Background: an optimization exercise with open tools, aiming at small area and a short achievable clock period. Do not read the settings as production practice. Only simulation tests tie the RTL to the original design; equivalence was not proved. Power and IR drop assume default switching activity.

File: design/flow/design.v
module mem_ecc_codec (
    input  wire        clk,
    input  wire        rst_n,
    input  wire        in_valid,
    input  wire [1:0]  in_op,
    input  wire [63:0] in_data,
    input  wire [7:0]  in_check,
    output reg         out_valid,
    output wire [63:0] out_data,
    output wire [7:0]  out_check,
    output wire [1:0]  out_status,
    output wire [7:0]  out_syndrome,
    output wire [6:0]  out_pos
);
    localparam [511:0] HCOL = {
        8'h57,8'h4F,8'h3E,8'h3D,8'h3B,8'h37,8'h2F,8'h1F,8'hE0,8'hD0,8'hC8,8'hC4,8'hC2,8'hC1,8'hB0,8'hA8,
        8'hA4,8'hA2,8'hA1,8'h98,8'h94,8'h92,8'h91,8'h8C,8'h8A,8'h89,8'h86,8'h85,8'h83,8'h70,8'h68,8'h64,
        8'h62,8'h61,8'h58,8'h54,8'h52,8'h51,8'h4C,8'h4A,8'h49,8'h46,8'h45,8'h43,8'h38,8'h34,8'h32,8'h31,
        8'h2C,8'h2A,8'h29,8'h26,8'h25,8'h23,8'h1C,8'h1A,8'h19,8'h16,8'h15,8'h13,8'h0E,8'h0D,8'h0B,8'h07};
    function [3:0] mul_a;
        input [3:0] x;
        input [3:0] n;
        reg   [3:0] p;
        integer     i;
        begin
            p = x;
            for (i = 0; i < 15; i = i + 1)
                if (i < n) p = {p[2:0], 1'b0} ^ (p[3] ? 4'h3 : 4'h0);
            mul_a = p;
        end
    endfunction
    function [2:0] lg3;
        input [3:0] x;
        begin
            lg3[0] = (x == 4'h1) | (x == 4'h8) | (x == 4'hA) | (x == 4'hC) | (x == 4'hF);
            lg3[1] = (x == 4'h2) | (x == 4'h3) | (x == 4'h7) | (x == 4'hB) | (x == 4'hD);
            lg3[2] = (x == 4'h4) | (x == 4'h5) | (x == 4'h6) | (x == 4'h9) | (x == 4'hE);
        end
    endfunction
    function [4:0] lg5;
        input [3:0] x;
        begin
            lg5[0] = (x == 4'h1) | (x == 4'h6) | (x == 4'h7);
            lg5[1] = (x == 4'h2) | (x == 4'hC) | (x == 4'hE);
            lg5[2] = (x == 4'h4) | (x == 4'hB) | (x == 4'hF);
            lg5[3] = (x == 4'h5) | (x == 4'h8) | (x == 4'hD);
            lg5[4] = (x == 4'h3) | (x == 4'h9) | (x == 4'hA);
        end
    endfunction
    wire       dec = in_op[0];
    wire [7:0] hd;
    wire [3:0] sd0, sd1;
    wire xg0 = in_data[22] ^ in_data[28];
    wire xg1 = in_data[7] ^ in_data[19];
    wire xg2 = in_data[25] ^ xg0;
    wire xg3 = in_data[10] ^ in_data[14];
    wire xg4 = in_data[3] ^ in_data[15];
    wire xg5 = in_data[56] ^ in_data[60];
    wire xg6 = in_data[4] ^ in_data[20];
    wire xg7 = in_data[13] ^ in_data[16];
    wire xg8 = in_data[5] ^ in_data[21];
    wire xg9 = in_data[59] ^ in_data[61];
    wire xg10 = in_data[6] ^ in_data[18];
    wire xg11 = in_data[62] ^ in_data[63];
    wire xg12 = in_data[23] ^ in_data[26];
    wire xg13 = in_data[8] ^ in_data[24];
    wire xg14 = in_data[27] ^ in_data[31];
    wire xg15 = in_data[57] ^ in_data[58];
    wire xg16 = in_data[11] ^ in_data[17];
    wire xg17 = in_data[0] ^ in_data[12];
    wire xg18 = in_data[9] ^ in_data[29];
    wire xg19 = in_data[2] ^ xg8;
    wire xg20 = in_data[30] ^ xg7;
    wire xg21 = in_data[1] ^ xg6;
    wire xg22 = in_data[29] ^ xg12;
    wire xg23 = xg11 ^ xg15;
    wire xg24 = in_data[47] ^ in_data[52];
    wire xg25 = in_data[35] ^ in_data[46];
    wire xg26 = in_data[40] ^ in_data[44];
    wire xg27 = in_data[41] ^ in_data[43];
    wire xg28 = in_data[33] ^ in_data[34];
    wire xg29 = in_data[50] ^ in_data[55];
    wire xg30 = in_data[42] ^ in_data[49];
    wire xg31 = in_data[36] ^ in_data[38];
    wire xg32 = in_data[51] ^ in_data[53];
    wire xg33 = in_data[39] ^ in_data[48];
    wire xg34 = in_data[21] ^ in_data[30];
    wire xg35 = in_data[15] ^ in_data[18];
    wire xg36 = in_data[16] ^ in_data[28];
    wire xg37 = in_data[1] ^ in_data[13];
    wire xg38 = in_data[0] ^ in_data[10];
    wire xg39 = in_data[12] ^ in_data[19];
    wire xg40 = xg26 ^ xg33;
    wire xg41 = in_data[14] ^ xg13;
    wire xg42 = in_data[37] ^ xg25;
    wire xg43 = xg16 ^ xg35;
    wire xg44 = xg1 ^ xg9;
    wire xg45 = in_data[11] ^ xg5;
    wire xg46 = in_data[25] ^ xg18;
    wire xg47 = xg29 ^ xg32;
    wire xg48 = in_data[26] ^ xg10;
    wire xg49 = in_data[24] ^ xg34;
    wire xg50 = in_data[32] ^ xg28;
    wire xg51 = in_data[23] ^ xg4;
    wire xg52 = xg3 ^ xg14;
    wire xg53 = in_data[54] ^ xg30;
    wire xg54 = in_data[9] ^ xg10;
    wire xg55 = xg13 ^ xg17;
    wire xg56 = in_data[45] ^ xg31;
    wire xg57 = xg2 ^ xg22;
    wire xg58 = xg20 ^ xg21;
    wire xg59 = xg2 ^ xg4;
    wire xg60 = xg23 ^ xg45;
    wire xg61 = xg27 ^ xg53;
    wire xg62 = xg5 ^ xg44;
    wire xg63 = xg37 ^ xg46;
    wire xg64 = in_data[31] ^ xg43;
    wire xg65 = xg54 ^ xg59;
    wire xg66 = xg19 ^ xg60;
    wire xg67 = in_data[7] ^ in_data[35];
    wire xg68 = in_data[41] ^ in_data[50];
    wire xg69 = in_data[59] ^ xg12;
    wire xg70 = xg38 ^ xg67;
    wire xg71 = xg68 ^ xg56;
    wire xg72 = xg69 ^ xg70;
    wire xg73 = xg58 ^ xg71;
    wire xg74 = xg72 ^ xg66;
    wire xg75 = xg73 ^ xg74;
    wire xg76 = in_data[3] ^ in_data[6];
    wire xg77 = in_data[17] ^ in_data[22];
    wire xg78 = in_data[39] ^ in_data[42];
    wire xg79 = in_data[51] ^ in_data[56];
    wire xg80 = xg9 ^ xg76;
    wire xg81 = xg77 ^ xg78;
    wire xg82 = xg79 ^ xg21;
    wire xg83 = xg23 ^ xg42;
    wire xg84 = xg52 ^ xg55;
    wire xg85 = xg80 ^ xg81;
    wire xg86 = xg82 ^ xg83;
    wire xg87 = xg84 ^ xg85;
    wire xg88 = xg86 ^ xg87;
    wire xg89 = in_data[32] ^ in_data[36];
    wire xg90 = in_data[37] ^ in_data[40];
    wire xg91 = in_data[43] ^ in_data[61];
    wire xg92 = xg17 ^ xg24;
    wire xg93 = xg89 ^ xg90;
    wire xg94 = xg91 ^ xg92;
    wire xg95 = xg93 ^ xg94;
    wire xg96 = xg65 ^ xg66;
    wire xg97 = xg95 ^ xg96;
    wire xg98 = in_data[2] ^ in_data[33];
    wire xg99 = in_data[38] ^ in_data[53];
    wire xg100 = in_data[57] ^ in_data[62];
    wire xg101 = xg98 ^ xg99;
    wire xg102 = xg100 ^ xg40;
    wire xg103 = xg41 ^ xg51;
    wire xg104 = xg101 ^ xg62;
    wire xg105 = xg63 ^ xg102;
    wire xg106 = xg103 ^ xg104;
    wire xg107 = xg105 ^ xg106;
    wire xg108 = in_data[4] ^ in_data[5];
    wire xg109 = in_data[8] ^ in_data[17];
    wire xg110 = in_data[27] ^ in_data[34];
    wire xg111 = in_data[44] ^ in_data[58];
    wire xg112 = in_data[63] ^ xg18;
    wire xg113 = xg36 ^ xg108;
    wire xg114 = xg109 ^ xg110;
    wire xg115 = xg111 ^ xg48;
    wire xg116 = xg112 ^ xg113;
    wire xg117 = xg114 ^ xg61;
    wire xg118 = xg62 ^ xg115;
    wire xg119 = xg116 ^ xg117;
    wire xg120 = xg118 ^ xg119;
    wire xg121 = in_data[45] ^ in_data[46];
    wire xg122 = in_data[47] ^ in_data[48];
    wire xg123 = in_data[49] ^ in_data[55];
    wire xg124 = in_data[60] ^ xg3;
    wire xg125 = xg9 ^ xg15;
    wire xg126 = xg39 ^ xg121;
    wire xg127 = xg122 ^ xg123;
    wire xg128 = xg20 ^ xg50;
    wire xg129 = xg124 ^ xg125;
    wire xg130 = xg126 ^ xg127;
    wire xg131 = xg64 ^ xg128;
    wire xg132 = xg129 ^ xg130;
    wire xg133 = xg131 ^ xg132;
    wire xg134 = in_data[20] ^ in_data[52];
    wire xg135 = in_data[54] ^ xg11;
    wire xg136 = xg14 ^ xg134;
    wire xg137 = xg47 ^ xg49;
    wire xg138 = xg50 ^ xg135;
    wire xg139 = xg136 ^ xg57;
    wire xg140 = xg137 ^ xg138;
    wire xg141 = xg139 ^ xg140;
    wire xg142 = xg24 ^ xg40;
    wire xg143 = xg42 ^ xg47;
    wire xg144 = xg56 ^ xg61;
    wire xg145 = xg142 ^ xg143;
    wire xg146 = xg144 ^ xg145;
    wire xg147 = xg6 ^ xg36;
    wire xg148 = xg55 ^ xg147;
    wire xg149 = in_data[17] ^ xg8;
    wire xg150 = xg149 ^ xg63;
    wire xg151 = in_data[2] ^ in_data[22];
    wire xg152 = in_data[30] ^ xg3;
    wire xg153 = xg151 ^ xg48;
    wire xg154 = xg152 ^ xg153;
    wire xg155 = in_data[11] ^ xg1;
    wire xg156 = xg14 ^ xg51;
    wire xg157 = xg155 ^ xg156;
    wire xg158 = in_data[31] ^ xg1;
    wire xg159 = xg7 ^ xg38;
    wire xg160 = xg158 ^ xg159;
    wire xg161 = xg57 ^ xg160;
    wire xg162 = xg1 ^ xg16;
    wire xg163 = xg2 ^ xg52;
    wire xg164 = xg162 ^ xg58;
    wire xg165 = xg163 ^ xg164;
    wire xg166 = in_data[20] ^ xg19;
    wire xg167 = xg22 ^ xg41;
    wire xg168 = xg64 ^ xg166;
    wire xg169 = xg167 ^ xg168;
    wire xg170 = in_data[27] ^ xg39;
    wire xg171 = xg49 ^ xg170;
    wire xg172 = xg171 ^ xg65;
    assign hd[0] = xg75;
    assign hd[1] = xg88;
    assign hd[2] = xg97;
    assign hd[3] = xg107;
    assign hd[4] = xg120;
    assign hd[5] = xg133;
    assign hd[6] = xg141;
    assign hd[7] = xg146;
    assign sd0[0] = xg148;
    assign sd0[1] = xg150;
    assign sd0[2] = xg154;
    assign sd0[3] = xg157;
    assign sd1[0] = xg161;
    assign sd1[1] = xg165;
    assign sd1[2] = xg169;
    assign sd1[3] = xg172;
    wire [7:0] hs = hd ^ in_check;
    wire [3:0] s0 = sd0 ^ in_check[3:0] ^ in_check[7:4];
    wire [3:0] s1 = sd1 ^ mul_a(in_check[3:0], 4'd8) ^ mul_a(in_check[7:4], 4'd9);
    wire [3:0] x9 = mul_a(sd1, 4'd3) ^ mul_a(sd0, 4'd11);
    wire [3:0] x8 = sd0 ^ x9;
    wire [2:0] a0 = lg3(s0), a1 = lg3(s1);
    wire [4:0] b0 = lg5(s0), b1 = lg5(s1);
    reg        op1_q, dec_q, hdec_q, rdec_q;
    reg [63:0] d_q;
    reg [7:0]  c_q;
    reg [7:0]  t_q;
    always @(posedge clk) begin
        if (!rst_n) out_valid <= 1'b0;
        else        out_valid <= in_valid;
        op1_q  <= in_op[1];
        dec_q  <= in_op[0];
        hdec_q <= in_op[1] & in_op[0];
        rdec_q <= ~in_op[1] & in_op[0];
        d_q    <= in_op[1] ? in_data : {in_data[63:48], b1, b0, a1, a0, in_data[31:0]};
        c_q    <= (in_op[1] | dec) ? in_check : {x9, x8};
        t_q    <= in_op[1] ? hs : {s1, s0};
    end
    reg [15:0] lo, hi;
    integer    v;
    always @* begin
        for (v = 0; v < 16; v = v + 1) begin
            lo[v] = (t_q[3:0] == v[3:0]);
            hi[v] = (t_q[7:4] == v[3:0]) & hdec_q;
        end
    end
    wire [63:0] hm;
    genvar g;
    generate for (g = 0; g < 64; g = g + 1) begin : g_hm
        assign hm[g] = lo[HCOL[8*g +: 4]] & hi[HCOL[8*g+4 +: 4]];
    end endgenerate
    wire [7:0] hcf = {hi[8] & lo[0], hi[4] & lo[0], hi[2] & lo[0], hi[1] & lo[0],
                      lo[8] & hi[0], lo[4] & hi[0], lo[2] & hi[0], lo[1] & hi[0]};
    reg [6:0] hps;
    integer   k, i;
    always @* begin
        hps = 7'd0;
        for (k = 0; k < 64; k = k + 1) if (hm[k]) hps = hps | k[6:0];
        for (i = 0; i < 8; i = i + 1) if (hcf[i]) hps = hps | (7'd64 + i[6:0]);
    end
    function [4:0] wcls;   
        input [3:0] x;
        reg   [2:0] w;
        begin
            w    = x[0] + x[1] + x[2] + x[3];
            wcls = 5'b00001 << w;
        end
    endfunction
    wire [4:0] wl = wcls(t_q[3:0]);
    wire [4:0] wh = wcls(t_q[7:4]);
    wire hit = hdec_q & ((wl[0] & (wh[1] | wh[3])) | (wl[1] & (wh[0] | wh[2])) |
                         (wl[2] & wh[1]) | (wl[3] & wh[0]) | (|hm[63:56]));
    wire [1:0] hst = {hdec_q & (t_q != 8'h00) & ~hit, hit};
    wire [2:0] a0q = d_q[34:32], a1q = d_q[37:35];
    wire [4:0] b0q = d_q[42:38], b1q = d_q[47:43];
    reg  [2:0] jm3q;
    reg  [4:0] jm5q;
    integer    r, q;
    always @* begin
        for (r = 0; r < 3; r = r + 1) begin
            jm3q[r] = 1'b0;
            for (q = 0; q < 3; q = q + 1) jm3q[r] = jm3q[r] | (a0q[q] & a1q[(q + r) % 3]);
        end
        for (r = 0; r < 5; r = r + 1) begin
            jm5q[r] = 1'b0;
            for (q = 0; q < 5; q = q + 1) jm5q[r] = jm5q[r] | (b0q[q] & b1q[(q + r) % 5]);
        end
    end
    reg  [9:0] re;
    integer    j;
    always @* begin
        for (j = 0; j < 10; j = j + 1) re[j] = jm3q[j % 3] & jm5q[j % 5];
    end
    wire [3:0] s0g = t_q[3:0] & {4{rdec_q}};
    reg [31:0] rfl;
    always @* begin
        for (k = 0; k < 8; k = k + 1) rfl[4*k +: 4] = s0g & {4{re[k]}};
    end
    wire [7:0] rcf = {s0g & {4{re[9]}}, s0g & {4{re[8]}}};
    wire       rbad = (jm3q[1] & jm5q[0]) | (jm3q[2] & jm5q[1]) | (jm3q[0] & jm5q[2]) |
                      (jm3q[1] & jm5q[3]) | (jm3q[2] & jm5q[4]);
    wire       rhit = (|jm3q) & ~rbad;
    wire [3:0] rps  = {re[8] | re[9], re[4] | re[5] | re[6] | re[7],
                       re[2] | re[3] | re[6] | re[7], re[1] | re[3] | re[5] | re[7] | re[9]};
    wire [1:0] rst  = {rdec_q & (t_q != 8'h00) & ~rhit, rdec_q & rhit};
    wire senc = op1_q & ~dec_q;
    assign out_data[31:0]  = d_q[31:0] ^ (hm[31:0] | rfl);
    assign out_data[63:32] = (d_q[63:32] ^ hm[63:32]) & {32{op1_q}};
    assign out_check       = c_q ^ (senc ? t_q : (hcf | rcf));
    wire   anyhit          = hst[0] | rst[0];
    assign out_status      = {dec_q & (t_q != 8'h00) & ~anyhit, anyhit};
    assign out_syndrome    = t_q & {8{dec_q}};
    assign out_pos         = hps | {3'b000, rps & {4{rdec_q}}};
endmodule
File: design/flow/flow/run.sh
#!/bin/bash
# Own flow: the standard synthesis, then the combinational logic replaced
# by the gate-level netlist of flow/netgen.py (same registers: names and cell
# type), checked equivalent to the standard synthesis by yosys; then the
# standard layout, with plain buffers on the ports instead of the delay cells
# buffer_ports picks by default. If the generated netlist fails a check, the
# standard synthesis's netlist is laid out instead.
set -euo pipefail
HERE=$(pwd)
R=$HERE/orfs/results/$FLOW_PLATFORM/mem_ecc_codec/base
LIB=$FLOW_HOME/platforms/$FLOW_PLATFORM/lib/sky130_fd_sc_hd__tt_025C_1v80.lib
bash standard.sh synth > make_synth.log 2>&1
cp $R/1_2_yosys.v $HERE/synth_standard.v
USE=synth_standard.v
if LIB=$LIB python3 flow/netgen.py $HERE/net_gen.v > netgen.log 2>&1; then
  yosys -p "read_liberty -lib $LIB; read_verilog net_gen.v; hierarchy -top $FLOW_TOP; opt_clean -purge; write_verilog -noattr -noexpr net_norm.v" > yosys_norm.log 2>&1
  yosys -p "read_liberty -ignore_miss_func $LIB; read_verilog synth_standard.v; rename $FLOW_TOP gold; read_verilog net_norm.v; rename $FLOW_TOP gate; flatten gold gate; opt_clean; equiv_make gold gate equiv; hierarchy -top equiv; equiv_simple; equiv_status -assert" > yosys_equiv.log 2>&1 \
    && python3 - <<'PY' > regcheck.log 2>&1 && USE=net_norm.v
import re, sys
def regs(p):
    return sorted(re.findall(r'(sky130_fd_sc_hd__df\w+)\s+(\\\S+)', open(p).read()))
a, b = regs('synth_standard.v'), regs('net_norm.v')
print(len(a), len(b))
sys.exit(0 if a == b and a else 1)
PY
fi
echo "laying out $USE" > netlist_choice.log
cp $HERE/$USE $R/1_2_yosys.v
rm -f $R/1_synth.odb $R/1_synth.sdc
bash standard.sh BUFFER_PORTS_ARGS="-buffer_cell sky130_fd_sc_hd__buf_1" finish > make_finish.log 2>&1
File: design/flow/flow/netgen.py
#!/usr/bin/env python3
"""Generate the gate-level netlist of mem_ecc_codec (sky130hd cells) that the
version's own flow lays out in place of the standard synthesis's netlist.

The netlist implements the same register set (names and cell type) and the
same equations as rtl/mem_ecc_codec.v.  Regular parts (XOR trees, nibble
predecode, match lines, corrections, muxes) are built here gate by gate;
irregular small functions are mapped with yosys/abc (area script).

usage: netgen.py OUT.v      (verifies by simulation against a Python model)
"""
import os, re, sys, random, subprocess, tempfile, itertools
sys.path.insert(0, os.path.dirname(os.path.abspath(__file__)))
from paar import rows, paar, mula, HC

LIB = os.environ.get('LIB', '/OpenROAD-flow-scripts/flow/platforms/sky130hd/lib/sky130_fd_sc_hd__tt_025C_1v80.lib')
P = 'sky130_fd_sc_hd__'

# ---------------------------------------------------------------- liberty
def read_lib(path):
    funcs = {}
    cur = None; pin = None; direction = None
    for line in open(path):
        m = re.match(r'\s*cell \("?(\w+)"?\)', line)
        if m:
            cur = m.group(1); funcs[cur] = {}; continue
        m = re.match(r'\s*pin \("?(\w+)"?\)', line)
        if m:
            pin = m.group(1); continue
        m = re.match(r'\s*function : "([^"]*)"', line)
        if m and cur and pin:
            funcs[cur][pin] = m.group(1)
    return funcs
LIBF = read_lib(LIB)

def pyfunc(expr):
    e = expr.replace('!', '~')
    e = re.sub(r'~\s*(\w+)', r'(M^\1)', e)
    e = re.sub(r'~\s*\(', r'M^(', e)
    names = sorted(set(re.findall(r'[A-Za-z_]\w*', e)) - {'M'})
    code = 'lambda M,' + ','.join(names) + ': ' + e
    return names, eval(code)

# ---------------------------------------------------------------- netlist
class Net:
    def __init__(self):
        self.cells = []          # (type, instname, {pin: net})
        self.k = 0
        self.outs = {}           # output pin name per type
    def new(self):
        self.k += 1
        return f'_n{self.k}_'
    def g(self, typ, **pins):
        t = P + typ
        fo = LIBF[t]
        outp = [p for p in fo if p not in ('VPWR', 'VGND', 'VPB', 'VNB') and p not in pins]
        outp = [p for p in outp if p in ('X', 'Y', 'Q', 'SUM', 'COUT', 'Q_N')]
        assert len(outp) == 1, (typ, outp)
        o = self.new()
        self.k += 1
        self.cells.append((t, f'_c{self.k}_', dict(pins, **{outp[0]: o})))
        return o
    def inst(self, t, name, pins):
        self.cells.append((t, name, pins))

N = Net()
def XOR(a, b): return N.g('xor2_1', A=a, B=b)
def XNOR(a, b): return N.g('xnor2_1', A=a, B=b)
def INV(a): return N.g('inv_1', A=a)
def NAND2(a, b): return N.g('nand2_1', A=a, B=b)
def NOR2(a, b): return N.g('nor2_1', A=a, B=b)
def NOR3(a, b, c): return N.g('nor3_1', A=a, B=b, C=c)
def AND2(a, b): return N.g('and2_1', A=a, B=b)
def MUX2(a0, a1, s): return N.g('mux2_1', A0=a0, A1=a1, S=s)
def MUX2I(a0, a1, s): return N.g('mux2i_1', A0=a0, A1=a1, S=s)
def A21OI(a1, a2, b1): return N.g('a21oi_1', A1=a1, A2=a2, B1=b1)
def NOR2B(a, bn): return N.g('nor2b_1', A=a, B_N=bn)

# ---------------------------------------------------------------- abc blocks
ABC_SCRIPT = ('strash; dch -f; balance; rewrite; refactor; balance; rewrite; rewrite -z; balance; '
              'refactor -z; rewrite -z; balance; dch -f; balance; rewrite; refactor; balance; rewrite; '
              'rewrite -z; balance; refactor -z; rewrite -z; balance; dch -f; amap; mfs2; strash; dch -f; map -a; topo')
DONT_USE = ['probe_p_8', 'probec_p_8', 'lpflow_*', 'mux4_*', 'fa_*', 'ha_*', 'maj3_*', 'xor3_*', 'xnor3_*',
            'dlygate*', 'dlymetal*', 'clkdly*', 'buf_*', 'clkbuf_*', 'bufbuf*', 'bufinv*', 'clkinvlp*',
            'einv*', 'ebuf*', 'dl*', 'df*', 'sdf*', 'sed*', 'edf*', 'conb*', 'tap*', 'decap*', 'fill*', 'diode*',
            'macro*', 'o2111*', 'a2111*']

def abc_block(name, src, ins, outs, script=ABC_SCRIPT):
    """Map module `name` (Verilog src; scalar ports) with abc; ins/outs map port -> net."""
    d = tempfile.mkdtemp()
    vin = os.path.join(d, 'in.v'); vout = os.path.join(d, 'out.v'); sc = os.path.join(d, 'abc.script')
    open(vin, 'w').write(src); open(sc, 'w').write(script)
    du = ' '.join(f'-dont_use {P}{c}' for c in DONT_USE)
    cmd = (f'read_verilog {vin}; synth -flatten -top {name}; abc -liberty {LIB} {du} -script {sc}; '
           f'opt_clean -purge; write_verilog -noattr {vout}')
    r = subprocess.run(['yosys', '-q', '-p', cmd], capture_output=True, text=True)
    if r.returncode:
        print(r.stdout, r.stderr); raise SystemExit('yosys failed for ' + name)
    txt = open(vout).read()
    local = {}
    def net(x):
        x = x.strip()
        if x in ins: return ins[x]
        if x in outs: return outs[x]
        if x in ("1'h0", "1'b0"): raise SystemExit('constant in ' + name)
        if x not in local: local[x] = N.new()
        return local[x]
    for a, b in re.findall(r'assign\s+(\S+)\s*=\s*(\S+)\s*;', txt):
        # a = b : an output driven straight by an input or another net
        raise SystemExit(f'assign in block {name}: {a} = {b}')
    for typ, inst, body in re.findall(r'(sky130_fd_sc_hd__\w+)\s+(\S+)\s*\((.*?)\);', txt, re.S):
        pins = {p: net(n) for p, n in re.findall(r'\.(\w+)\(([^)]*)\)', body)}
        N.k += 1
        N.cells.append((typ, f'_c{N.k}_', pins))

# ---------------------------------------------------------------- ports
D = [f'in_data[{k}]' for k in range(64)]
C = [f'in_check[{i}]' for i in range(8)]
OP = ['in_op[0]', 'in_op[1]']

def emit_tree(R, innets, tries=60):
    best = None
    for s in range(tries):
        g, o, d = paar(R, len(innets), 20, s)
        key = (len(g), max(d[x] for x in o))
        if best is None or key < best[0]:
            best = (key, g, o)
    _, g, o = best
    nets = list(innets)
    for a, b in g:
        nets.append(XOR(nets[a], nets[b]))
    return [nets[x] for x in o]

def build():
    R = rows()
    Rd = [set(x for x in r if x < 64) for r in R]
    out16 = emit_tree(Rd, D)
    hd, sd0, sd1 = out16[0:8], out16[8:12], out16[12:16]
    # check parts
    hs_n = [XNOR(hd[i], C[i]) for i in range(8)]
    cc0 = [XOR(C[b], C[4 + b]) for b in range(4)]
    s0_n = [XNOR(sd0[b], cc0[b]) for b in range(4)]
    rc1 = []
    for b in range(4):
        s = set()
        for bb in range(4):
            if mula(1 << bb, 8) >> b & 1: s.add(bb)
            if mula(1 << bb, 9) >> b & 1: s.add(4 + bb)
        rc1.append(s)
    cc1 = emit_tree(rc1, C)
    s1_n = [XNOR(sd1[b], cc1[b]) for b in range(4)]
    # RS encode x9 = a^3 sd1 + a^11 sd0, x8 = sd0 + x9
    rx = []
    for b in range(4):
        s = set()
        for bb in range(4):
            if mula(1 << bb, 11) >> b & 1: s.add(bb)
            if mula(1 << bb, 3) >> b & 1: s.add(4 + bb)
        rx.append(s)
    for b in range(4):
        s = set(rx[b]) ^ {b}
        rx.append(s)
    x98 = emit_tree(rx[0:4] + rx[4:8], sd0 + sd1)
    x9, x8 = x98[0:4], x98[4:8]
    # flags and muxes
    op0, op1 = OP
    sel_c = N.g('or2_1', A=op0, B=op1)
    cD = [MUX2(x8[i] if i < 4 else x9[i - 4], C[i], sel_c) for i in range(8)]
    tD = [MUX2I(s0_n[i] if i < 4 else s1_n[i - 4], hs_n[i], op1) for i in range(8)]
    # residue lines + slot mux (abc)
    src = ['module lines(input s00,s01,s02,s03,s10,s11,s12,s13,op1,' +
           ','.join(f'd{i}' for i in range(16)) + ', output ' + ','.join(f'q{i}' for i in range(16)) + ');',
           '  wire [3:0] s0 = ~{s03,s02,s01,s00}, s1 = ~{s13,s12,s11,s10};']
    src.append('''  function [2:0] lg3; input [3:0] x; begin
    lg3[0] = (x == 4'h1) | (x == 4'h8) | (x == 4'hA) | (x == 4'hC) | (x == 4'hF);
    lg3[1] = (x == 4'h2) | (x == 4'h3) | (x == 4'h7) | (x == 4'hB) | (x == 4'hD);
    lg3[2] = (x == 4'h4) | (x == 4'h5) | (x == 4'h6) | (x == 4'h9) | (x == 4'hE); end endfunction
  function [4:0] lg5; input [3:0] x; begin
    lg5[0] = (x == 4'h1) | (x == 4'h6) | (x == 4'h7);
    lg5[1] = (x == 4'h2) | (x == 4'hC) | (x == 4'hE);
    lg5[2] = (x == 4'h4) | (x == 4'hB) | (x == 4'hF);
    lg5[3] = (x == 4'h5) | (x == 4'h8) | (x == 4'hD);
    lg5[4] = (x == 4'h3) | (x == 4'h9) | (x == 4'hA); end endfunction
  wire [15:0] l = {lg5(s1), lg5(s0), lg3(s1), lg3(s0)};
  wire [15:0] d = {''' + ','.join(f'd{i}' for i in reversed(range(16))) + '''};
  wire [15:0] q = op1 ? d : l;''')
    src.append('  assign {' + ','.join(f'q{i}' for i in reversed(range(16))) + '} = q;')
    src.append('endmodule')
    ins = {f's0{b}': s0_n[b] for b in range(4)}
    ins.update({f's1{b}': s1_n[b] for b in range(4)})
    ins['op1'] = op1
    ins.update({f'd{i}': D[32 + i] for i in range(16)})
    slotD = [N.new() for _ in range(16)]
    abc_block('lines', '\n'.join(src), ins, {f'q{i}': slotD[i] for i in range(16)})
    upD = D[48:64]
    dD = D[0:32] + slotD + upD
    # registers
    Q = {}
    def reg(name, idx, d):
        nm = f'{name}[{idx}]' if idx is not None else name
        qn = '\\' + nm + ' '
        kind = '$_SDFF_PN0_' if name == 'out_valid' else '$_DFF_P_'
        N.inst(P + 'dfxtp_1', '\\' + nm + kind + ' ', {'CLK': 'clk', 'D': d, 'Q': qn if name != 'out_valid' else 'out_valid'})
        return qn if name != 'out_valid' else 'out_valid'
    dq = [reg('d_q', k, dD[k]) for k in range(64)]
    cq = [reg('c_q', i, cD[i]) for i in range(8)]
    tq = [reg('t_q', i, tD[i]) for i in range(8)]
    op1q = reg('op1_q', None, op1)
    decq = reg('dec_q', None, op0)
    hdecq = reg('hdec_q', None, AND2(op0, op1))
    rdecq = reg('rdec_q', None, NOR2B(op1, op0))
    reg('out_valid', None, AND2('rst_n', 'in_valid'))

    # ---------------- output side
    tn = [INV(tq[i]) for i in range(8)]
    lit = lambda b, v: tq[b] if v else tn[b]          # literal true when t[b] == v
    nlit = lambda b, v: tn[b] if v else tq[b]         # its complement
    pl = [NOR2(nlit(0, w & 1), nlit(1, w >> 1 & 1)) for w in range(4)]   # t[1:0] == w
    ph = [NOR2(nlit(2, w & 1), nlit(3, w >> 1 & 1)) for w in range(4)]   # t[3:2] == w
    lo_n = [NAND2(pl[v & 3], ph[v >> 2]) for v in range(16)]
    hdec_n = INV(hdecq)
    p54 = [NOR2(nlit(4, w & 1), nlit(5, w >> 1 & 1)) for w in range(4)]
    p76 = [NOR3(hdec_n, nlit(6, w & 1), nlit(7, w >> 1 & 1)) for w in range(4)]
    hi_n = [NAND2(p54[u & 3], p76[u >> 2]) for u in range(16)]
    hm = [NOR2(lo_n[HC[k] & 15], hi_n[HC[k] >> 4]) for k in range(64)]
    hcf = [NOR2(lo_n[1 << i], hi_n[0]) for i in range(4)] + [NOR2(lo_n[0], hi_n[1 << i]) for i in range(4)]
    # RS locator, status and position pieces (abc)
    rin = {f'l{i}': dq[32 + i] for i in range(16)}
    rin['rdec'] = rdecq
    e = [N.new() for _ in range(10)]
    rps = [N.new() for _ in range(4)]
    rhit = N.new()
    src = '''module rsloc(input l0,l1,l2,l3,l4,l5,l6,l7,l8,l9,l10,l11,l12,l13,l14,l15,rdec,
  output e0,e1,e2,e3,e4,e5,e6,e7,e8,e9,p0,p1,p2,p3,rhit);
  wire [2:0] a0 = {l2,l1,l0}, a1 = {l5,l4,l3};
  wire [4:0] b0 = {l10,l9,l8,l7,l6}, b1 = {l15,l14,l13,l12,l11};
  reg [2:0] jm3; reg [4:0] jm5; reg [9:0] re; integer r, q, j;
  always @* begin
    for (r = 0; r < 3; r = r + 1) begin jm3[r] = 1'b0;
      for (q = 0; q < 3; q = q + 1) jm3[r] = jm3[r] | (a0[q] & a1[(q + r) % 3]); end
    for (r = 0; r < 5; r = r + 1) begin jm5[r] = 1'b0;
      for (q = 0; q < 5; q = q + 1) jm5[r] = jm5[r] | (b0[q] & b1[(q + r) % 5]); end
    for (j = 0; j < 10; j = j + 1) re[j] = jm3[j % 3] & jm5[j % 5];
  end
  wire rbad = (jm3[1] & jm5[0]) | (jm3[2] & jm5[1]) | (jm3[0] & jm5[2]) | (jm3[1] & jm5[3]) | (jm3[2] & jm5[4]);
  assign {e9,e8,e7,e6,e5,e4,e3,e2,e1,e0} = re;
  assign p3 = rdec & (re[8] | re[9]);
  assign p2 = rdec & (re[4] | re[5] | re[6] | re[7]);
  assign p1 = rdec & (re[2] | re[3] | re[6] | re[7]);
  assign p0 = rdec & (re[1] | re[3] | re[5] | re[7] | re[9]);
  assign rhit = rdec & (|jm3) & ~rbad;
endmodule
'''
    outs = {f'e{j}': e[j] for j in range(10)}
    outs.update({f'p{b}': rps[b] for b in range(4)})
    outs['rhit'] = rhit
    abc_block('rsloc', src, rin, outs)
    s0g = [AND2(tq[b], rdecq) for b in range(4)]
    # Hsiao hit from the syndrome weight classes (abc)
    hin = {f't{i}': tq[i] for i in range(8)}
    hin.update({f'm{i}': hm[56 + i] for i in range(8)})
    hin['hdec'] = hdecq
    hit = N.new()
    src = '''module hhit(input t0,t1,t2,t3,t4,t5,t6,t7,m0,m1,m2,m3,m4,m5,m6,m7,hdec, output hit);
  function [4:0] wcls; input [3:0] x; reg [2:0] w; begin w = x[0] + x[1] + x[2] + x[3]; wcls = 5'b00001 << w; end endfunction
  wire [4:0] wl = wcls({t3,t2,t1,t0}), wh = wcls({t7,t6,t5,t4});
  assign hit = hdec & ((wl[0] & (wh[1] | wh[3])) | (wl[1] & (wh[0] | wh[2])) |
                       (wl[2] & wh[1]) | (wl[3] & wh[0]) | m0 | m1 | m2 | m3 | m4 | m5 | m6 | m7);
endmodule
'''
    abc_block('hhit', src, hin, {'hit': hit})
    # status
    nz = N.g('or4_1', A=tq[0], B=tq[1], C=tq[2], D=tq[3])
    nz2 = N.g('or4_1', A=tq[4], B=tq[5], C=tq[6], D=tq[7])
    anyhit = N.g('or2_1', A=hit, B=rhit)
    st0 = anyhit
    # status[1] = dec & (nz | nz2) & ~anyhit
    st1 = N.g('o211a_1', A1=nz, A2=nz2, B1=decq, C1=N.g('inv_1', A=anyhit))
    # position: OR trees (abc)
    pin = {f'h{k}': hm[k] for k in range(64)}
    pin.update({f'c{i}': hcf[i] for i in range(8)})
    pin.update({f'r{b}': rps[b] for b in range(4)})
    pos = [N.new() for _ in range(7)]
    terms = []
    for b in range(7):
        t = [f'h{k}' for k in range(64) if k >> b & 1]
        t += [f'c{i}' for i in range(8) if (64 + i) >> b & 1]
        if b < 4: t.append(f'r{b}')
        terms.append(f'  assign o{b} = ' + ' | '.join(t) + ';')
    src = ('module hpos(input ' + ','.join(pin.keys()) + ', output ' + ','.join(f'o{b}' for b in range(7)) + ');\n'
           + '\n'.join(terms) + '\nendmodule\n')
    abc_block('hpos', src, pin, {f'o{b}': pos[b] for b in range(7)})
    # data outputs
    op1n = INV(op1q)
    out = {}
    for k in range(64):
        if k < 32:
            f_n = A21OI(s0g[k % 4], e[k // 4], hm[k])
            out[f'out_data[{k}]'] = XNOR(dq[k], f_n)
        else:
            out[f'out_data[{k}]'] = NOR2(XNOR(dq[k], hm[k]), op1n)
    senc = NOR2B(decq, op1q)
    for i in range(8):
        f_n = A21OI(s0g[i % 4], e[8 + i // 4], hcf[i])
        m = MUX2I(f_n, tn[i], senc)        # senc ? t : f
        out[f'out_check[{i}]'] = XOR(cq[i], m)
    out['out_status[0]'] = st0
    out['out_status[1]'] = st1
    dec_n = INV(decq)
    for i in range(8):
        out[f'out_syndrome[{i}]'] = NOR2(tn[i], dec_n)
    for b in range(7):
        out[f'out_pos[{b}]'] = pos[b]
    return out

# ---------------------------------------------------------------- simulation
def simulate(out, inputs, M):
    """Bit-parallel simulation. inputs: net -> int. Returns net values."""
    val = dict(inputs)
    cells = list(N.cells)
    funcs = {}
    pending = cells
    # registers are cut: their Q must be in inputs
    for it in range(1000):
        nxt = []
        for typ, inst, pins in pending:
            if typ.endswith('dfxtp_1'):
                continue
            fo = LIBF[typ]
            outp = [p for p in pins if p in fo]
            ins_ = [p for p in pins if p not in fo]
            if not all(pins[p] in val for p in ins_):
                nxt.append((typ, inst, pins)); continue
            for op_ in outp:
                key = (typ, op_)
                if key not in funcs: funcs[key] = pyfunc(fo[op_])
                names, f = funcs[key]
                val[pins[op_]] = f(M, *[val[pins[n]] for n in names]) & M
        if not nxt: break
        if len(nxt) == len(pending): raise SystemExit('combinational loop or undriven net: %s' % (nxt[0],))
        pending = nxt
    return val

def model(op, Dv, Cv, regs=None):
    pass

def verify(out, nvec=4000):
    rnd = random.Random(1)
    M = (1 << nvec) - 1
    # --- input side: random op/data/check; compare register D pins with a reference
    def rb(): return rnd.getrandbits(nvec)
    inputs = {n: rb() for n in D + C + OP + ['in_valid', 'rst_n']}
    for typ, inst, pins in N.cells:
        if typ.endswith('dfxtp_1'): inputs[pins['Q']] = 0
    val = simulate(out, inputs, M)
    regD = {inst: pins['D'] for typ, inst, pins in N.cells if typ.endswith('dfxtp_1')}
    def bit(x, i): return (x >> i) & 1
    errs = 0
    LG = {}
    e = 1
    for i in range(15): LG[e] = i; e = mula(e, 1)
    for v in range(nvec):
        d = sum(bit(inputs[D[k]], v) << k for k in range(64))
        c = sum(bit(inputs[C[i]], v) << i for i in range(8))
        op = bit(inputs[OP[0]], v) | bit(inputs[OP[1]], v) << 1
        hd = 0
        for k in range(64):
            if d >> k & 1: hd ^= HC[k]
        A = B = 0
        for j in range(8):
            x = d >> 4 * j & 15; A ^= x; B ^= mula(x, j)
        hs = hd ^ c
        s0 = A ^ (c & 15) ^ (c >> 4)
        s1 = B ^ mula(c & 15, 8) ^ mula(c >> 4, 9)
        x9 = mula(B, 3) ^ mula(A, 11); x8 = A ^ x9
        def lg3(x): return 0 if x == 0 else 1 << (LG[x] % 3)
        def lg5(x): return 0 if x == 0 else 1 << (LG[x] % 5)
        lines = lg3(s0) | lg3(s1) << 3 | lg5(s0) << 6 | lg5(s1) << 11
        op1 = op >> 1; op0 = op & 1
        exp = {}
        dq = d if op1 else (d & 0xFFFF0000FFFFFFFF) | lines << 32
        for k in range(64): exp[f'\\d_q[{k}]$_DFF_P_ '] = dq >> k & 1
        cqv = c if (op1 or op0) else (x9 << 4 | x8)
        for i in range(8): exp[f'\\c_q[{i}]$_DFF_P_ '] = cqv >> i & 1
        tqv = hs if op1 else (s1 << 4 | s0)
        for i in range(8): exp[f'\\t_q[{i}]$_DFF_P_ '] = tqv >> i & 1
        exp['\\op1_q$_DFF_P_ '] = op1; exp['\\dec_q$_DFF_P_ '] = op0
        exp['\\hdec_q$_DFF_P_ '] = op1 & op0; exp['\\rdec_q$_DFF_P_ '] = (1 - op1) & op0
        exp['\\out_valid$_SDFF_PN0_ '] = bit(inputs['rst_n'], v) & bit(inputs['in_valid'], v)
        for inst, n in regD.items():
            if bit(val[n], v) != exp[inst]:
                errs += 1
                if errs < 5: print('input side mismatch', inst, v)
    print('input side errors', errs)
    # --- output side: random register values (consistent flags), compare outputs
    qnets = {inst: pins['Q'] for typ, inst, pins in N.cells if typ.endswith('dfxtp_1')}
    inputs = {}
    opv = [rnd.randrange(4) for _ in range(nvec)]
    tv = [rnd.randrange(256) if rnd.random() < 0.5 else (HC[rnd.randrange(64)] ^ (0 if rnd.random() < 0.7 else 1 << rnd.randrange(8))) for _ in range(nvec)]
    # for RS ops make t/lines consistent with a syndrome
    dv = [rnd.getrandbits(64) for _ in range(nvec)]
    cv = [rnd.getrandbits(8) for _ in range(nvec)]
    for v in range(nvec):
        if not (opv[v] >> 1):
            s0 = tv[v] & 15; s1 = tv[v] >> 4
            def lg3(x): return 0 if x == 0 else 1 << (LG[x] % 3)
            def lg5(x): return 0 if x == 0 else 1 << (LG[x] % 5)
            lines = lg3(s0) | lg3(s1) << 3 | lg5(s0) << 6 | lg5(s1) << 11
            dv[v] = (dv[v] & 0xFFFF0000FFFFFFFF) | lines << 32
    def pack(f):
        x = 0
        for v in range(nvec):
            if f(v): x |= 1 << v
        return x
    for inst, qn in qnets.items():
        m = re.match(r'\\(\w+)(?:\[(\d+)\])?\$', inst)
        nm, idx = m.group(1), m.group(2)
        idx = int(idx) if idx else None
        if nm == 'd_q': inputs[qn] = pack(lambda v: dv[v] >> idx & 1)
        elif nm == 'c_q': inputs[qn] = pack(lambda v: cv[v] >> idx & 1)
        elif nm == 't_q': inputs[qn] = pack(lambda v: tv[v] >> idx & 1)
        elif nm == 'op1_q': inputs[qn] = pack(lambda v: opv[v] >> 1)
        elif nm == 'dec_q': inputs[qn] = pack(lambda v: opv[v] & 1)
        elif nm == 'hdec_q': inputs[qn] = pack(lambda v: opv[v] == 3)
        elif nm == 'rdec_q': inputs[qn] = pack(lambda v: opv[v] == 1)
        elif nm == 'out_valid': inputs[qn] = pack(lambda v: 1)
    for n in D + C + OP + ['in_valid', 'rst_n']: inputs[n] = 0
    val = simulate(out, inputs, M)
    for o_, n_ in out.items(): val[o_] = val[n_]
    errs = 0
    for v in range(nvec):
        op = opv[v]; t = tv[v]; d = dv[v]; c = cv[v]
        exp_data = d; exp_chk = c; st = 0; pos = 0; syn = 0
        if op == 0:
            exp_data = d & 0xFFFFFFFF; exp_chk = c
        elif op == 1:
            exp_data = d & 0xFFFFFFFF; syn = t
            s0 = t & 15; s1 = t >> 4
            if t == 0: st = 0
            elif s0 and s1:
                j = (LG[s1] - LG[s0]) % 15
                if j <= 9:
                    st = 1; pos = j
                    if j < 8: exp_data ^= s0 << 4 * j
                    else: exp_chk ^= s0 << 4 * (j - 8)
                else: st = 2
            else: st = 2
        elif op == 2:
            exp_chk = c ^ t
        else:
            syn = t
            if t == 0: st = 0
            else:
                st = 2
                for k in range(64):
                    if HC[k] == t: exp_data ^= 1 << k; st = 1; pos = k
                for i in range(8):
                    if t == 1 << i: exp_chk ^= t; st = 1; pos = 64 + i
        got_d = sum(bit(val[f'out_data[{k}]'], v) << k for k in range(64))
        got_c = sum(bit(val[f'out_check[{i}]'], v) << i for i in range(8))
        got_s = sum(bit(val[f'out_status[{i}]'], v) << i for i in range(2))
        got_y = sum(bit(val[f'out_syndrome[{i}]'], v) << i for i in range(8))
        got_p = sum(bit(val[f'out_pos[{i}]'], v) << i for i in range(7))
        if (got_d, got_c, got_s, got_y, got_p) != (exp_data, exp_chk, st, syn, pos):
            errs += 1
            if errs < 5: print('output mismatch op', op, hex(t), (hex(got_d), got_c, got_s, got_y, got_p), (hex(exp_data), exp_chk, st, syn, pos))
    print('output side errors', errs)
    return errs

def write(out, path):
    L = ['// Generated by gen/netgen.py: gate-level netlist of mem_ecc_codec (sky130hd).',
         'module mem_ecc_codec(clk, rst_n, in_valid, in_op, in_data, in_check, out_valid, out_data, out_check, out_status, out_syndrome, out_pos);',
         '  input clk; input rst_n; input in_valid; input [1:0] in_op; input [63:0] in_data; input [7:0] in_check;',
         '  output out_valid; output [63:0] out_data; output [7:0] out_check; output [1:0] out_status; output [7:0] out_syndrome; output [6:0] out_pos;']
    nets = set()
    for typ, inst, pins in N.cells:
        for p, n in pins.items():
            if not re.match(r'(in_|out_|clk|rst_n)', n): nets.add(n)
    # map output port nets: outputs are named nets; add assigns
    for n in sorted(nets): L.append(f'  wire {n};')
    for typ, inst, pins in N.cells:
        L.append(f'  {typ} {inst} (' + ', '.join(f'.{p}({n})' for p, n in pins.items()) + ');')
    for o, n in out.items():
        L.append(f'  assign {o} = {n};')
    L.append('endmodule')
    open(path, 'w').write('\n'.join(L) + '\n')

if __name__ == '__main__':
    out = build()
    area = 0.0
    cnt = {}
    for typ, inst, pins in N.cells:
        cnt[typ] = cnt.get(typ, 0) + 1
    import collections
    A = {}
    cur = None
    for line in open(LIB):
        m = re.match(r'\s*cell \("?(\w+)"?\)', line)
        if m: cur = m.group(1)
        m = re.match(r'\s*area\s*:\s*([0-9.]+)', line)
        if m and cur: A[cur] = float(m.group(1)); cur = None
    tot = sum(A[t] * n for t, n in cnt.items())
    print('cells', sum(cnt.values()), 'area', round(tot, 1))
    for t, n in sorted(cnt.items(), key=lambda x: -A[x[0]] * x[1])[:15]:
        print(f'  {t[len(P):]:12s} {n:4d} {A[t]*n:8.1f}')
    errs = verify(out)
    write(out, sys.argv[1])
    sys.exit(1 if errs else 0)
File: design/flow/flow/paar.py
import random, itertools, sys, heapq
HC=[v for v in range(256) if bin(v).count('1')==3][:56]+[v for v in range(256) if bin(v).count('1')==5][:8]
def mula(x,n):
    for _ in range(n):
        x=((x<<1)&15)^(3 if x&8 else 0)
    return x
def rows():
    # inputs: d0..d63 (idx 0..63), cm0..cm7 (64..71)
    R=[]
    for i in range(8):
        R.append(set([k for k in range(64) if HC[k]>>i&1]+[64+i]))
    # s0 bit b
    for b in range(4):
        R.append(set([4*j+b for j in range(8)]+[64+b,68+b]))
    for b in range(4):
        s=set()
        for j in range(8):
            for bb in range(4):
                if mula(1<<bb,j)>>b&1: s.add(4*j+bb)
        for bb in range(4):
            if mula(1<<bb,8)>>b&1: s.add(64+bb)
            if mula(1<<bb,9)>>b&1: s.add(68+bb)
        R.append(s)
    return R
def paar(R, nin, maxd, seed):
    rnd=random.Random(seed)
    R=[set(r) for r in R]
    depth=[0]*nin
    gates=[]
    while True:
        cnt={}
        for r in R:
            l=sorted(r)
            for a,b in itertools.combinations(l,2):
                if max(depth[a],depth[b])+1<=maxd:
                    cnt[(a,b)]=cnt.get((a,b),0)+1
        if not cnt: break
        m=max(cnt.values())
        if m<2: break
        cands=[p for p,c in cnt.items() if c==m]
        # prefer shallow
        md=min(max(depth[a],depth[b]) for a,b in cands)
        cands=[p for p in cands if max(depth[p[0]],depth[p[1]])==md]
        a,b=rnd.choice(cands)
        n=len(depth); depth.append(max(depth[a],depth[b])+1); gates.append((a,b))
        for r in R:
            if a in r and b in r:
                r.discard(a); r.discard(b); r.add(n)
    # final trees
    outs=[]
    for r in R:
        h=[(depth[x],x) for x in r]; heapq.heapify(h)
        while len(h)>1:
            d1,a=heapq.heappop(h); d2,b=heapq.heappop(h)
            n=len(depth); depth.append(max(d1,d2)+1); gates.append((a,b)); heapq.heappush(h,(depth[n],n))
        outs.append(h[0][1])
    return gates, outs, depth
if __name__=='__main__':
    R=rows()
    for maxd in [4,5,6,7,20]:
        best=None
        for s in range(int(sys.argv[1]) if len(sys.argv)>1 else 20):
            g,o,d=paar(R,72,maxd,s)
            key=(len(g),max(d[x] for x in o))
            if best is None or key<best: best=key
        print(maxd,best)
    R8=rows()[:8]
    print('hsiao only', min(len(paar(R8,72,20,s)[0]) for s in range(10)))
    R8=rows()[8:]
    print('rs only', min(len(paar(R8,72,20,s)[0]) for s in range(10)))
File: design/flow/standard.sh
#!/bin/bash
# synth_recipe.tcl (not shown) runs the flow's synth.tcl, then flattens the netlist and writes it again
# the make line also repeats each setting of config.mk as NAME=value (left out here)
make -C /OpenROAD-flow-scripts/flow DESIGN_CONFIG=/design/flow/config.mk WORK_HOME=/design/flow/orfs CLKGATE_MAP_FILE= SYNTH_SCRIPT=/design/flow/synth_recipe.tcl "${@:-finish}"
File: design/flow/config.mk
export PLATFORM = sky130hd
export DESIGN_NAME = mem_ecc_codec
export DESIGN_NICKNAME = mem_ecc_codec
export VERILOG_FILES = /design/flow/design.v
export SDC_FILE = /design/flow/constraint.sdc
export NUM_CORES = 4
export LEC_CHECK = 0
export CAP_MARGIN = 20
export CORE_MARGIN = 2
export CORE_UTILIZATION = 40
export SETUP_SLACK_MARGIN = 3.9
export SLEW_MARGIN = 20
export TNS_END_PERCENT = 5
File: design/flow/constraint.sdc
create_clock -name core_clock -period 8.0 [get_ports {clk}]
set_input_delay 1.6000 -clock core_clock [delete_from_list [all_inputs] [get_ports {clk}]]
set_output_delay 1.6000 -clock core_clock [all_outputs]
set_load 0.01 [all_outputs]
==> impl_metrics.csv, run 1 <==
group,metric,value,unit
pwr,combinationalPowerShare,63.1,%
placement,numPortBuffers,166,
final_layout,stdcell_area,8620,um2
route,drtPass1Iterations,6,
pwr,cellPowerDensity,359.8,nW/um2
sta,report.final.hold_viol_count,0,
worst_hold_path,timing.hold.worst.class,"in2reg",
final_layout,final_layout_size_suffix_gt1_share,15.25,%
route,via_count,6953,
final_layout,diodes,0,
pwr,power.static_leakage,3.332,nW
final_layout,regArea,1742,um2
sta,number_of_endpoints_failing_setup_at_the_final_stage,0,
final_layout,multi_input_area,5230,um2
cts,clock_path_buffers,2,
cts,clock_tree.htree_level_count,3,
final_layout,number_of_filler_cells_placed_in_the_layout,1612,
critical_path,cp_slowest_stage_delay,350,ps
floorplanning,dieArea,17670,um2
pwr,net-switching-power,1.513,mW
floorplanning,floorplan.die.height,132.9,um
sta,rsz0062_at_grt,"yes",
sta,max_slew.worst_pin.slew,1000,ps
status,run_status,"finished clean",
final_layout,areaGrowthSynthToFinish,29.64,%
cts,tritoncts,"built",
floorplanning,start_util,40.52,%
sta,slew_violations,0,
sta,finalCritPeriodShare,51.83,%
sta,finalHoldWorstSlack,1437,ps
route,post_drt_wl_per_cell,20.46,um
grt,first_global_vias,6560,
sta,timing.final.crit_period,4146,ps
route,drt_iter0_drc,724,
critical_path,worst_setup_path_end_kind,"output port",
sta,fmax,0.2412,GHz
route,detail_route.wirelength,26640,um
route,remaining_drc_errors,0,
critical_path,critPathArrivalTime,2550,ps
synth,mappedNetlistArea,6649,um2
synth,syn_inst,869,
run,maxCapViolations,0,
placement,post_placement_cell_area,7562,um2
pwr,switching_share,48.80,%
critical_path,cp_max_fo,7,
synth,ys_warn_count,1,
route,count_of_nets_left_with_antenna_violations_after_detail_routing,0,
pwr,max-vdd-ir-drop,0.1732,mV
floorplanning,ioPinCount,167,
critical_path,critical-path-slowest-cell,"sky130_fd_sc_hd__dfxtp_4",
grt,grt_use_total,29.18,%
grt,globalRouteOverflowTotal,0,
grt,grt_antenna_before_repair,0,
placement,hpwlAfterDp,22000,um
synth,post_synth.cell_area_avg,7.651,um2
floorplanning,floorplan.rows,47,
cts,clk_root_buffer_cell,"sky130_fd_sc_hd__clkbuf_16",
floorplanning,coreArea,16410,um2
cts,tritoncts_num_sinks,85,
final_layout,final_net_count,1154,
critical_path,cp.required,6400,ps
pwr,p_int,1.588,mW
grt,grt_pass1_wl,38660,um
cts,cts_made_buffers,9,
pwr,p_seq_share,22.5,%
placement,place.gp.congestion,0.9789,
synth,postSynthNetCount,946,
route,route.detailed.vias_per_inst,5.340,
sta,setup_tns,0,ps
critical_path,path_class,"reg2out",
pwr,clock_power_share,14.4,%
critical_path,start_kind,"flip-flop",
critical_path,critical_path.cell_chain,"buf_4 -> buf_4 -> nor2_1 -> nand2_2 -> buf_4 -> nor2_1 -> nor2_1 -> clkinv_1 -> nor4_1 -> or3b_4 -> buf_6",
sta,timing.slew.headroom,33.24,%
floorplanning,chipWidth,132.9,um
grt,grt_start_max_net_pins,33,
cts,cts.clk_slew.worst_paths,60,ps
cts,post_cts_hold_buffer_count,0,
[what timing repair did]
action                     4_1_cts  5_1_grt
setup buffers                   13       16
setup endpoints to repair       20       45
pin swaps                        8       13
gates resized for setup         58       76
[power by group through the flow]
stage / clock (mW) / combinational, mW / sequential, mW
after detailed placement: 0 / 1.59 / 0.664
after floorplan: 0 / 1.15 / 0.606
after global placement: 0 / 1.59 / 0.666
after CTS: 0.451 / 1.77 / 0.682
after global routing: 0.469 / 2.11 / 0.710
final: 0.446 / 1.96 / 0.699
[stage by stage]
stage               setup WS (ps)  utilization (%)  power, mW  std cells
floorplan                    4053                -      1.759        869
global placement             3448            46.09      2.259       1257
detailed placement           3333            46.09      2.253       1257
CTS                          3800            50.05      2.903       1286
global route                 3764            52.54      3.285       1302
finish                       3854            52.54      3.101       1302
[cells in the final DEF (no fill, tap or decap), types with 3 or more instances in the layout]
| cell | instances |
|---|---|
| sky130_fd_sc_hd__dfxtp_2 | 11 |
| sky130_fd_sc_hd__o31ai_1 | 3 |
| sky130_fd_sc_hd__nor2_1 | 156 |
| sky130_fd_sc_hd__nand2_1 | 48 |
| sky130_fd_sc_hd__nand3_1 | 6 |
| sky130_fd_sc_hd__clkbuf_16 | 9 |
| sky130_fd_sc_hd__mux2i_1 | 16 |
| sky130_fd_sc_hd__a21oi_1 | 55 |
| sky130_fd_sc_hd__nor2_2 | 19 |
| sky130_fd_sc_hd__and2_1 | 6 |
| sky130_fd_sc_hd__nor3_1 | 10 |
| sky130_fd_sc_hd__a22oi_1 | 5 |
| sky130_fd_sc_hd__o21ai_0 | 11 |
| sky130_fd_sc_hd__buf_1 | 163 |
| sky130_fd_sc_hd__nor2_4 | 7 |
| sky130_fd_sc_hd__o211ai_1 | 3 |
| sky130_fd_sc_hd__buf_4 | 31 |
| sky130_fd_sc_hd__nor4_2 | 7 |
| sky130_fd_sc_hd__nor4_1 | 17 |
| sky130_fd_sc_hd__nand4_1 | 6 |
| sky130_fd_sc_hd__xnor2_1 | 78 |
| sky130_fd_sc_hd__or2_2 | 6 |
| sky130_fd_sc_hd__a221oi_4 | 5 |
| sky130_fd_sc_hd__nand2_2 | 16 |
| sky130_fd_sc_hd__xor2_1 | 202 |
| sky130_fd_sc_hd__dfxtp_1 | 67 |
| sky130_fd_sc_hd__clkinv_2 | 3 |
| sky130_fd_sc_hd__clkinv_1 | 30 |
| sky130_fd_sc_hd__inv_2 | 5 |
| sky130_fd_sc_hd__xor2_2 | 7 |
| sky130_fd_sc_hd__mux2_1 | 8 |
| sky130_fd_sc_hd__a31oi_1 | 7 |
| sky130_fd_sc_hd__dfxtp_4 | 7 |
| sky130_fd_sc_hd__nor3_2 | 4 |
| sky130_fd_sc_hd__inv_1 | 9 |
[registers in the layout, indices dropped and copies added, names as in the netlist]
signal     cells
dec_q          1
t_q            8
out_valid      1
rdec_q         1
d_q           64
hdec_q         1
c_q            8
op1_q          1
[worst paths after layout]
check | start | to | slack (ps) | depth (start not counted)
max | t_q[1] | out_pos[0] | 3850 | 11
min | in_data[19] | d_q[19] | 1440 | 1
[per-layer routing]
metal	GRT usage (%)	vias to the layer above	routed length, um
met2	48.47	382	12470
met5	0	-	0
li1	-	3285	-
met1	36.87	3201	10830
met3	4.751	85	2059
met4	14.04	0	1275
[layout make-up]
type | instances | area share (%)
clock buffers | 11 | 2.816
well taps | 220 | 3.193
flip-flops and latches | 85 | 20.21
inverters | 46 | 2.032
repair buffers | 197 | 10.12
multi-input cells | 738 | 60.68
clock inverters | 5 | 0.9580
[critical path, delay by kind of cell (launching register included)]
| kind | cells | cell delay, ps |
|---|---|---|
| flops | 1 | 350 |
| buf+inv | 5 | 680 |
| simple gates | 6 | 1180 |
==> run 2, diff against run 1 <==
--- a/design/flow/config.mk
+++ b/design/flow/config.mk
@@ -8,6 +8,5 @@
 export CAP_MARGIN = 20
 export CORE_MARGIN = 2
 export CORE_UTILIZATION = 40
-export SETUP_SLACK_MARGIN = 3.9
+export SETUP_SLACK_MARGIN = 3.5
 export SLEW_MARGIN = 20
-export TNS_END_PERCENT = 5
==> impl_metrics.csv, run 2 <==
group,metric,value,unit
synth,post_synth.cell_area_avg,7.651,um2
route,topRoutingLayerUsed,"met4",
final_layout,final_layout_size_suffix_gt1_share,5.118,%
grt,globalRouteOverflowTotal,0,
worst_hold_path,min-delay-start,"in_data[19]",
run,maxCapViolations,0,
route,via_count,6731,
sta,report.final.hold_viol_count,0,
floorplanning,chipWidth,132.9,um
route,post_drt_wl_per_cell,20.26,um
route,detail_route.wirelength,25830,um
sta,fmax,0.2285,GHz
grt,grt_pass1_wl,37810,um
pwr,cellPowerDensity,349.5,nW/um2
route,detailroute.wirelength.met3,1746,um
route,drt_iter0_drc,713,
sta,setup_tns,0,ps
placement,place.gp.congestion,0.9789,
sta,finalCritPeriodShare,54.70,%
critical_path,timing.critical_path.from,"t_q[2]",
status,run_status,"finished clean",
sta,slew_violations,0,
sta,rsz0062_at_grt,"yes",
critical_path,cp_max_fo,7,
critical_path,critical_path.cell_chain,"inv_1 -> nor2_1 -> nand2_1 -> nor2_1 -> or4_2 -> nor4_1 -> nand4_1 -> buf_1",
cts,tritoncts,"built",
placement,numPortBuffers,166,
sta,layout_setup_ws,3624,ps
route,count_of_nets_left_with_antenna_violations_after_detail_routing,0,
grt,first_global_vias,6388,
critical_path,critPathArrivalTime,2780,ps
critical_path,critical-path-slowest-cell,"sky130_fd_sc_hd__or4_2",
final_layout,largest-register,"d_q",
route,m1WireLength,10980,um
pwr,max-vdd-ir-drop,0.1691,mV
cts,cts_made_buffers,9,
critical_path,cp_slowest_stage_delay,700,ps
cts,clock_path_buffers,2,
floorplanning,ioPinCount,167,
final_layout,areaGrowthSynthToFinish,20.98,%
cts,tritoncts_num_sinks,85,
cts,clock_tree.htree_level_count,3,
sta,number_of_endpoints_failing_setup_at_the_final_stage,0,
sta,timing.final.crit_period,4376,ps
sta,timing.slew.headroom,34.24,%
final_layout,registers_with_the_most_flip_flops,"d_q: 64 flops, c_q: 8 flops, t_q: 8 flops",
synth,postSynthNetCount,946,
final_layout,layout.core_utilization,49.03,%
synth,mappedNetlistArea,6649,um2
grt,grt_antenna_before_repair,0,
critical_path,start_kind,"flip-flop",
floorplanning,start_util,40.52,%
placement,hpwlAfterDp,22000,um
floorplanning,coreArea,16410,um2
floorplanning,floorplan.rows,47,
worst_hold_path,timing.hold.worst.class,"in2reg",
floorplanning,floorplan.die.height,132.9,um
critical_path,worst_setup_path_end_kind,"output port",
critical_path,path_class,"reg2out",
synth,ys_warn_count,1,
final_layout,diodes,0,
cts,clk_root_buffer_cell,"sky130_fd_sc_hd__clkbuf_16",
placement,placement.setup.worst_slack,3333,ps
final_layout,final_net_count,1127,
grt,grt_use_total,28.59,%
worst_hold_path,hold-path-cell-count,1,
floorplanning,dieArea,17670,um2
final_layout,largest_register_ffs,64,
critical_path,cp.required,6400,ps
route,remaining_drc_errors,0,
final_layout,most-common-layout-cells,"sky130_fd_sc_hd__xor2_1 (208), sky130_fd_sc_hd__nor2_1 (180), sky130_fd_sc_hd__buf_1 (166)",
final_layout,instances_no_fill,1275,
route,met2_length,12130,um
placement,place_inst,1257,
grt,grt_start_max_net_pins,33,
route,route.detailed.vias_per_inst,5.279,
pwr,power.static_leakage,3.111,nW
final_layout,layout.cells.most_common,"sky130_fd_sc_hd__xor2_1",
critical_path,cell_repeated_most_along_the_worst_path,"sky130_fd_sc_hd__nor2_1",
sta,max_slew.worst_pin.slew,985.4,ps
cts,cts.clk_slew.worst_paths,60,ps
synth,syn_inst,869,
route,drtPass1Iterations,6,
run 2: routing by layer:
layer  GRT usage (%)  up-vias
met2           47.93      360
met4           11.53        0
met3           4.406       65
met1           36.77     3087
met5               0        -
li1                -     3219
run 2: timing repair:
item                       in CTS  in global routing
resized for setup               7                 19
hold buffers                    0                  0
setup endpoints to repair       1                  8
buffers inserted                0                  2
run 2: critical path: cells and delay by family, from the launching register on:
family	cells	cell delay (ps)
DFF	1	390
and+or+nand+nor	6	1730
buffers and inverters	2	340
run 2: per-stage QoR:
| stage | instance area (um2) | hold slack (ps) | total power [mW] |
|---|---|---|---|
| global placement | 7562 | 1780 | 2.259 |
| global route | 8044 | 1433 | 3.006 |
| finish | 8044 | 1437 | 2.811 |
| floorplan | 6649 | 1628 | 1.759 |
| detailed placement | 7562 | 1783 | 2.253 |
| CTS | 7931 | 1432 | 2.724 |
run 2: area by class of cell:
cell class | count | area (um2)
clock buffer | 11 | 242.7
tap | 220 | 275.3
inverter | 46 | 172.7
multi-input combinational | 738 | 4906
clock inverter | 5 | 82.58
fill | 1684 | 8363
sequential | 85 | 1712
timing repair buffer | 170 | 653.1
run 2: where the power goes:
part	switching (mW)	internal [mW]
logic	1.05	0.616
clock network	0.162	0.283
registers	0.170	0.526
run 2: final timing paths:
kind                          to  slack, ps
worst min-delay path     d_q[19]       1440
worst max-delay path  out_pos[1]       3620
==> run 3, diff against run 2 <==
--- a/design/flow/config.mk
+++ b/design/flow/config.mk
@@ -8,5 +8,7 @@
 export CAP_MARGIN = 20
 export CORE_MARGIN = 2
 export CORE_UTILIZATION = 40
+export CTS_BUF_LIST = sky130_fd_sc_hd__clkbuf_8
+export CTS_CLUSTER_SIZE = 30
 export SETUP_SLACK_MARGIN = 3.5
 export SLEW_MARGIN = 20
==> impl_metrics.csv, run 3 <==
group,metric,value,unit
final_layout,largest_register_ffs,64,
cts,tritoncts,"built",
floorplanning,ioPinCount,167,
sta,fmax,0.2285,GHz
final_layout,instances_no_fill,1276,
route,via_count,6729,
worst_hold_path,min-delay-start,"in_data[19]",
final_layout,layout.cells.most_common,"sky130_fd_sc_hd__xor2_1",
final_layout,largest-register,"d_q",
pwr,power.static_leakage,3.074,nW
floorplanning,start_util,40.52,%
run,maxCapViolations,0,
critical_path,path_class,"reg2out",
sta,report.final.hold_viol_count,0,
final_layout,layout.core_utilization,48.64,%
floorplanning,dieArea,17670,um2
sta,number_of_endpoints_failing_setup_at_the_final_stage,0,
route,count_of_nets_left_with_antenna_violations_after_detail_routing,0,
floorplanning,floorplan.die.height,132.9,um
final_layout,stdcell_area,7980,um2
status,run_status,"finished clean",
worst_hold_path,timing.hold.worst.class,"in2reg",
grt,grt_start_max_net_pins,33,
route,remaining_drc_errors,0,
critical_path,worst_setup_path_end_kind,"output port",
sta,rsz0062_at_grt,"yes",
sta,slew_violations,0,
route,route.detailed.vias_per_inst,5.274,
placement,place.gp.congestion,0.9789,
cts,clock_path_buffers,2,
critical_path,critPathArrivalTime,2780,ps
final_layout,number_of_filler_cells_placed_in_the_layout,1698,
pwr,max-vdd-ir-drop,0.1707,mV
route,drtPass1Iterations,5,
synth,postSynthNetCount,946,
final_layout,most-common-layout-cells,"sky130_fd_sc_hd__xor2_1 (208), sky130_fd_sc_hd__nor2_1 (177), sky130_fd_sc_hd__buf_1 (166)",
placement,numPortBuffers,166,
floorplanning,floorplan.rows,47,
cts,tritoncts_num_sinks,85,
grt,globalRouteOverflowTotal,0,
critical_path,timing.critical_path.from,"t_q[4]",
placement,post_placement_cell_area,7562,um2
placement,place_inst,1257,
cts,post_cts_hold_buffer_count,0,
cts,cts.clk_slew.worst_paths,80,ps
grt,grt_use_total,28.49,%
final_layout,diodes,0,
grt,grt_pass1_wl,37690,um
synth,mappedNetlistArea,6649,um2
synth,syn_inst,869,
critical_path,cp_max_fo,8,
sta,timing.slew.headroom,33.38,%
floorplanning,coreArea,16410,um2
grt,first_global_vias,6352,
sta,timing.final.crit_period,4377,ps
final_layout,areaGrowthSynthToFinish,20.02,%
cts,clock_tree.htree_level_count,3,
final_layout,final_net_count,1128,
route,drt_iter0_drc,693,
synth,ys_warn_count,1,
sta,max_slew.worst_pin.slew,998.2,ps
floorplanning,chipWidth,132.9,um
route,post_drt_wl_per_cell,20.24,um
critical_path,cp.required,6400,ps
sta,setup_tns,0,ps
synth,post_synth.cell_area_avg,7.651,um2
cts,cts_made_buffers,9,
route,detail_route.wirelength,25830,um
pwr,cellPowerDensity,340.3,nW/um2
cts,clk_root_buffer_cell,"sky130_fd_sc_hd__clkbuf_8",
placement,hpwlAfterDp,22000,um
sta,finalCritPeriodShare,54.71,%
critical_path,start_kind,"flip-flop",
final_layout,registers_with_the_most_flip_flops,"d_q: 64 flops, c_q: 8 flops, t_q: 8 flops",
grt,grt_antenna_before_repair,0,
final_layout,final_layout_size_suffix_gt1_share,5.871,%
-- run 3: final timing paths --
check	endpoint	slack [ps]	cells after the start
worst min-delay path	d_q[19]	1420	1
worst max-delay path	out_pos[5]	3620	12
-- run 3: cell type report --
| type | count | area (um2) | area share (%) |
|---|---|---|---|
| flip-flops and latches | 85 | 1722 | 21.57 |
| multi-input cells | 738 | 4926 | 61.73 |
| clock buffers | 10 | 137.6 | 1.725 |
| inverters | 46 | 172.7 | 2.164 |
| repair buffers | 171 | 660.6 | 8.278 |
| well taps | 220 | 275.3 | 3.449 |
| clock inverters | 6 | 86.33 | 1.082 |
-- run 3: metrics by stage --
| stage | power (mW) | hold WS [ps] | setup WS (ps) |
|---|---|---|---|
| after floorplan | 1.759 | 1628 | 4053 |
| after global placement | 2.259 | 1780 | 3448 |
| after detailed placement | 2.253 | 1783 | 3333 |
| after CTS | 2.613 | 1398 | 3524 |
| after global routing | 2.906 | 1404 | 3469 |
| final | 2.716 | 1417 | 3623 |
-- run 3: where the power goes --
| group | internal [mW] | switching (mW) |
|---|---|---|
| Combinational | 0.620 | 1.06 |
| Clock | 0.184 | 0.149 |
| Sequential | 0.530 | 0.170 |
-- run 3: repair_timing --
item | 4_1_cts | 5_1_grt
resized for setup | 7 | 30
endpoints found under the setup margin | 1 | 9
setup buffers | 0 | 3
hold endpoints to repair | 0 | 0
-- run 3: critical path, stage by stage, from the launching register on --
cell and delay [ps]:
sky130_fd_sc_hd__dfxtp_1 400, sky130_fd_sc_hd__inv_1 170, sky130_fd_sc_hd__nor2_1 100, sky130_fd_sc_hd__nand2_1 280
sky130_fd_sc_hd__nor2_1 170, sky130_fd_sc_hd__nor2_1 140, sky130_fd_sc_hd__clkinv_1 90, sky130_fd_sc_hd__nor3_1 210
sky130_fd_sc_hd__clkinv_1 120, sky130_fd_sc_hd__nor4_2 230, sky130_fd_sc_hd__and3_2 260, sky130_fd_sc_hd__nand3_1 80
sky130_fd_sc_hd__buf_1 160
-- run 3: per-layer routing --
layer  global-route usage (%)  vias up  wire (um)
li1                         -     3225          -
met1                    37.01     3089      10870
met2                    47.70      361      12130
met3                    4.061       54       1854
met4                    11.23        0        978
met5                        0        -          0

## static timing again, ports no longer ideal
In the flow no input, the clock included, has a driving cell. The finished layouts below were timed again as built, in two steps.
Step 1 sets driving cells, clkbuf_16 on the clock port and buf_2 on the other inputs (assumed; they add their load-dependent delay and slew).
Step 2 also shifts input and output timing later by t, the mid clock arrival at the registers, as if the neighbouring blocks saw the same clock.
a / b / c = ideal / step 1 / step 2; a / b = the first two.
run | t (ns) | setup slack, ns | slew at the worst register clock pin (ns) | cell pins on the clock port's net
run 1 | 0.368 | 3.854 / 3.814 / 3.542 | 0.06 / 0.06 | 1
run 2 | 0.367 | 3.624 / 3.585 / 3.340 | 0.06 / 0.06 | 1
run 3 | 0.377 | 3.623 / 3.588 / 3.356 | 0.09 / 0.09 | 1
After both steps every run listed still meets setup and hold. For run 1, which loses most, drivers alone change the setup slack by -0.040 ns; drivers and shift together by -0.312 ns.
